This design comes from an exercise in tuning for small area, a short achievable clock period and few clock cycles per item on the open sky130 flow, not from production work. Only simulation tests tie the RTL to the original design; equivalence was not proved.

// gra_mac
module gra_mac (
    input  wire         clk,
    input  wire         rst,
    input  wire         start,
    input  wire [6:0]   nwords,      
    input  wire [255:0] key,
    input  wire [63:0]  ctr,
    output wire         ready,
    input  wire         in_valid,
    input  wire [31:0]  in_data,
    output wire         in_ready,
    output wire         done,
    output wire [127:0] mac
);
clock: 10.0 ns
lec_check: 0
cap_margin: 20
core_margin: 2
core_utilization: 40
setup_slack_margin: 5
slew_margin: 20
synth_hierarchical: 1
standard.sh (not shown) runs the stock make flow with config.mk's settings and CLKGATE_MAP_FILE= SYNTH_SCRIPT=/design/flow/synth_recipe.tcl, a recipe that flattens the netlist after the stock synthesis.
==> flow/flow/run.sh <==
#!/bin/bash
set -euo pipefail
export BUFFER_PORTS_ARGS="-buffer_cell sky130_fd_sc_hd__buf_1"
export CTS_ARGS="-sink_clustering_enable -repair_clock_nets -dont_use_dummy_load -buf_list {sky130_fd_sc_hd__clkbuf_4 sky130_fd_sc_hd__clkbuf_8}"
sed -e 's/SETUP_SLACK_MARGIN=5/SETUP_SLACK_MARGIN=5.5/' standard.sh > standard_custom.sh
grep -q 'SETUP_SLACK_MARGIN=5.5' standard_custom.sh
bash standard_custom.sh > flow.log 2>&1
Testbench counts at the start, summed over its fixed seeds: cycles 102,088, items 320.
Change:
Settings changed: ABC_AREA from default to 1, CORE_UTILIZATION 40 to 50.
=> The new run went through all stages and came out clean; global-route usage rose by 8.6 points; worst setup slack gains 0.48 ns; sequential share of layout area rose by 0.28 points; cell area fell by about 0.8%; hold slack loses 0.018 ns.
Change:
--- a/flow/flow/run.sh
+++ b/flow/flow/run.sh
@@ -4 +4 @@
-export CTS_ARGS="-sink_clustering_enable -repair_clock_nets -dont_use_dummy_load -buf_list {sky130_fd_sc_hd__clkbuf_4 sky130_fd_sc_hd__clkbuf_8}"
+export CTS_ARGS="-sink_clustering_enable -repair_clock_nets -dont_use_dummy_load"
Settings changed: CORE_UTILIZATION 50 to 40.
Outcome: Cell area hardly moves; setup slack is worse by 0.16 ns; via count came out lower by 2.5%; cell count went up by 3.2%; flip-flop and latch count does not change; sequential share of layout area is about the same; wire length decreases by 0.35%; global-route usage falls by 7.4 points; clock skew fell by 0.013 ns.
Change:
--- a/flow/flow/run.sh
+++ b/flow/flow/run.sh
@@ -4 +4 @@
-export CTS_ARGS="-sink_clustering_enable -repair_clock_nets -dont_use_dummy_load"
+export CTS_ARGS="-sink_clustering_enable -repair_clock_nets -dont_use_dummy_load -buf_list {sky130_fd_sc_hd__clkbuf_4 sky130_fd_sc_hd__clkbuf_8}"
Settings changed: CORE_UTILIZATION 40 to 50, TNS_END_PERCENT from default to 0.
Outcome: Die area decreases by about a fifth; final cell count fell by a few percent; cell area went down slightly; synthesized cell count stays the same; clock-buffer cell count climbs by 70; core utilization is higher by 11 points; synthesized area does not change.

========
try-quartz:
Another version of the RTL of gra_mac (not shown whole).
Size in the first run: ~1100 flip-flops, ~490 I/O pins, roughly 0.059 sq mm of cells after synthesis.
clock: 10.0 ns
lec_check: 0
cap_margin: 20
core_margin: 2
core_utilization: 40
setup_slack_margin: 5
slew_margin: 20
synth_hierarchical: 1
==> flow/flow/run.sh <==
#!/bin/bash
set -euo pipefail
export BUFFER_PORTS_ARGS="-buffer_cell sky130_fd_sc_hd__buf_1"
export CTS_ARGS="-sink_clustering_enable -repair_clock_nets -dont_use_dummy_load"
sed -e 's/SETUP_SLACK_MARGIN=5/SETUP_SLACK_MARGIN=5/' standard.sh > standard_custom.sh
grep -q 'SETUP_SLACK_MARGIN=5' standard_custom.sh
bash standard_custom.sh > flow.log 2>&1
Testbench counts of try-quartz, summed over its fixed seeds: cycles 102,088, items 320.
The inputs of try-juniper differ from those of try-quartz as listed below.
Settings: ABC_AREA newly set to 1.
==> flow/flow/run.sh <==
#!/bin/bash
set -euo pipefail
export BUFFER_PORTS_ARGS="-buffer_cell sky130_fd_sc_hd__buf_1"
export CTS_ARGS="-sink_clustering_enable -repair_clock_nets -dont_use_dummy_load"
sed -e 's/SETUP_SLACK_MARGIN=5/SETUP_SLACK_MARGIN=6/' standard.sh > standard_custom.sh
grep -q 'SETUP_SLACK_MARGIN=6' standard_custom.sh
bash standard_custom.sh > flow.log 2>&1
Notes after the runs:
Compared try-juniper vs try-quartz, and cell count along the critical path is up in try-juniper.
try-juniper vs. try-quartz: summed instance area of the synthesized netlist went up, first-pass GRT wire length went up, wire length on met2 went up, final instance area went up.
The met2 track utilization from global routing of try-juniper exceeds that of try-quartz by 2.1 points.
Taking try-quartz as the reference, in try-juniper post-synthesis share of cell area spent on and, or, nand and nor gates rose 5.7 points, total of plain and repair buffers excluding clock buffers rose 205, total number of vias has increased.
> inputs changed (try-juniper -> try-zinc)
==> flow/run.sh (new file) <==
#!/bin/bash
# synth_recipe.tcl (not shown) runs the flow's synth.tcl, then flattens the netlist and writes it again
# the make line also repeats each setting of config.mk as NAME=value (left out here)
make -C /OpenROAD-flow-scripts/flow DESIGN_CONFIG=/design/flow/config.mk WORK_HOME=/design/flow/orfs CLKGATE_MAP_FILE= SYNTH_SCRIPT=/design/flow/synth_recipe.tcl finish
removed: flow/flow/run.sh
removed: flow/standard.sh
[summary]
Summary: with try-juniper as the reference, wire length per cell in try-zinc moved down by a few percent.
Worst setup slack ended up 320 ps lower on try-zinc than on try-juniper.
Going from try-juniper to try-zinc, the global-route wire length before repair was found to have gone down by 5.1 mm.
Summary — weighted congestion at the end of routability-driven global placement, try-zinc relative to try-juniper: lower, by 0.78%.
Cmp try-zinc and try-juniper / required time at the endpoint of the critical path / lower: try-juniper
In the reports for try-zinc and try-juniper, the larger number of cell instances on the worst register-to-register path belongs to try-zinc.
### try-zinc -> try-onyx
Settings: ABC_AREA: 1 -> unset.
==> flow/flow/run.sh (new file) <==
#!/bin/bash
set -euo pipefail
export BUFFER_PORTS_ARGS="-buffer_cell sky130_fd_sc_hd__buf_1"
export CTS_ARGS="-sink_clustering_enable -repair_clock_nets -dont_use_dummy_load -buf_list {sky130_fd_sc_hd__clkbuf_4 sky130_fd_sc_hd__clkbuf_8}"
sed -e 's/SETUP_SLACK_MARGIN=5/SETUP_SLACK_MARGIN=5/' standard.sh > standard_custom.sh
grep -q 'SETUP_SLACK_MARGIN=5' standard_custom.sh
bash standard_custom.sh > flow.log 2>&1
==> flow/standard.sh (new file) <==
#!/bin/bash
# synth_recipe.tcl (not shown) runs the flow's synth.tcl, then flattens the netlist and writes it again
# the make line also repeats each setting of config.mk as NAME=value (left out here)
make -C /OpenROAD-flow-scripts/flow DESIGN_CONFIG=/design/flow/config.mk WORK_HOME=/design/flow/orfs CLKGATE_MAP_FILE= SYNTH_SCRIPT=/design/flow/synth_recipe.tcl "${@:-finish}"
removed: flow/run.sh
Findings:
- try-onyx vs try-zinc: routed metal-1 wirelength down by more than a quarter
- try-onyx ends up with a die area that is 0.0034 sq mm lower than in try-zinc.
- Maximum cell stage delay along the critical path: try-onyx vs try-zinc down 90 ps
- On try-onyx: setup slack is 99 ps lower than what try-zinc gave.
- Between try-zinc and try-onyx, the sequential share of layout area is higher for try-onyx.
- For the multiplexer share of the synthesized area, try-onyx came in 6.3 points higher than try-zinc did.

[separate check: timing with driven ports]
No port has a modelled driver above. Below, the same layouts with a new extraction and two added sets of constraints. Step 1 assumes that a clkbuf_16 drives the clock port and a buf_2 every other input. Step 2 times the ports against the registers' clock, not the clock port: input delays grow and output delays shrink by t, the midpoint of the rising clock arrivals with the driver on. Slacks: ideal ports / drivers / drivers and shift; pairs: ideal ports / drivers.
| run | t (ns) | setup slack, ns | worst setup path at the end | worst register clock-pin slew, ns | worst data-port slew with drivers (ns) |
|---|---|---|---|---|---|
| the first run of note 1 | 0.945 | 4.990 / 4.990 / 4.990 | register to register | 0.07 / 0.07 | 0.14 |
| the second run of note 1 | 0.967 | 5.468 / 5.468 / 5.468 | register to register | 0.07 / 0.07 | 0.16 |
| the third run of note 1 | 0.794 | 5.312 / 5.312 / 5.312 | register to register | 0.07 / 0.07 | 0.19 |
| the fourth run of note 1 | 0.973 | 5.413 / 5.413 / 5.413 | register to register | 0.07 / 0.07 | 0.15 |
| try-quartz | 0.770 | 5.017 / 5.017 / 4.609 | input to register | 0.07 / 0.07 | 0.09 |
| try-juniper | 0.800 | 5.438 / 5.438 / 5.438 | register to register | 0.07 / 0.07 | 0.17 |
| try-zinc | 0.844 | 5.113 / 5.113 / 5.113 | register to register | 0.07 / 0.07 | 0.18 |
| try-onyx | 0.961 | 5.014 / 5.014 / 4.695 | input to register | 0.06 / 0.06 | 0.08 |
After both steps setup and hold are still met in every run listed. The setup slack of try-quartz, which loses most, moves by 0.000 ns with the drivers and by -0.408 ns with both steps.
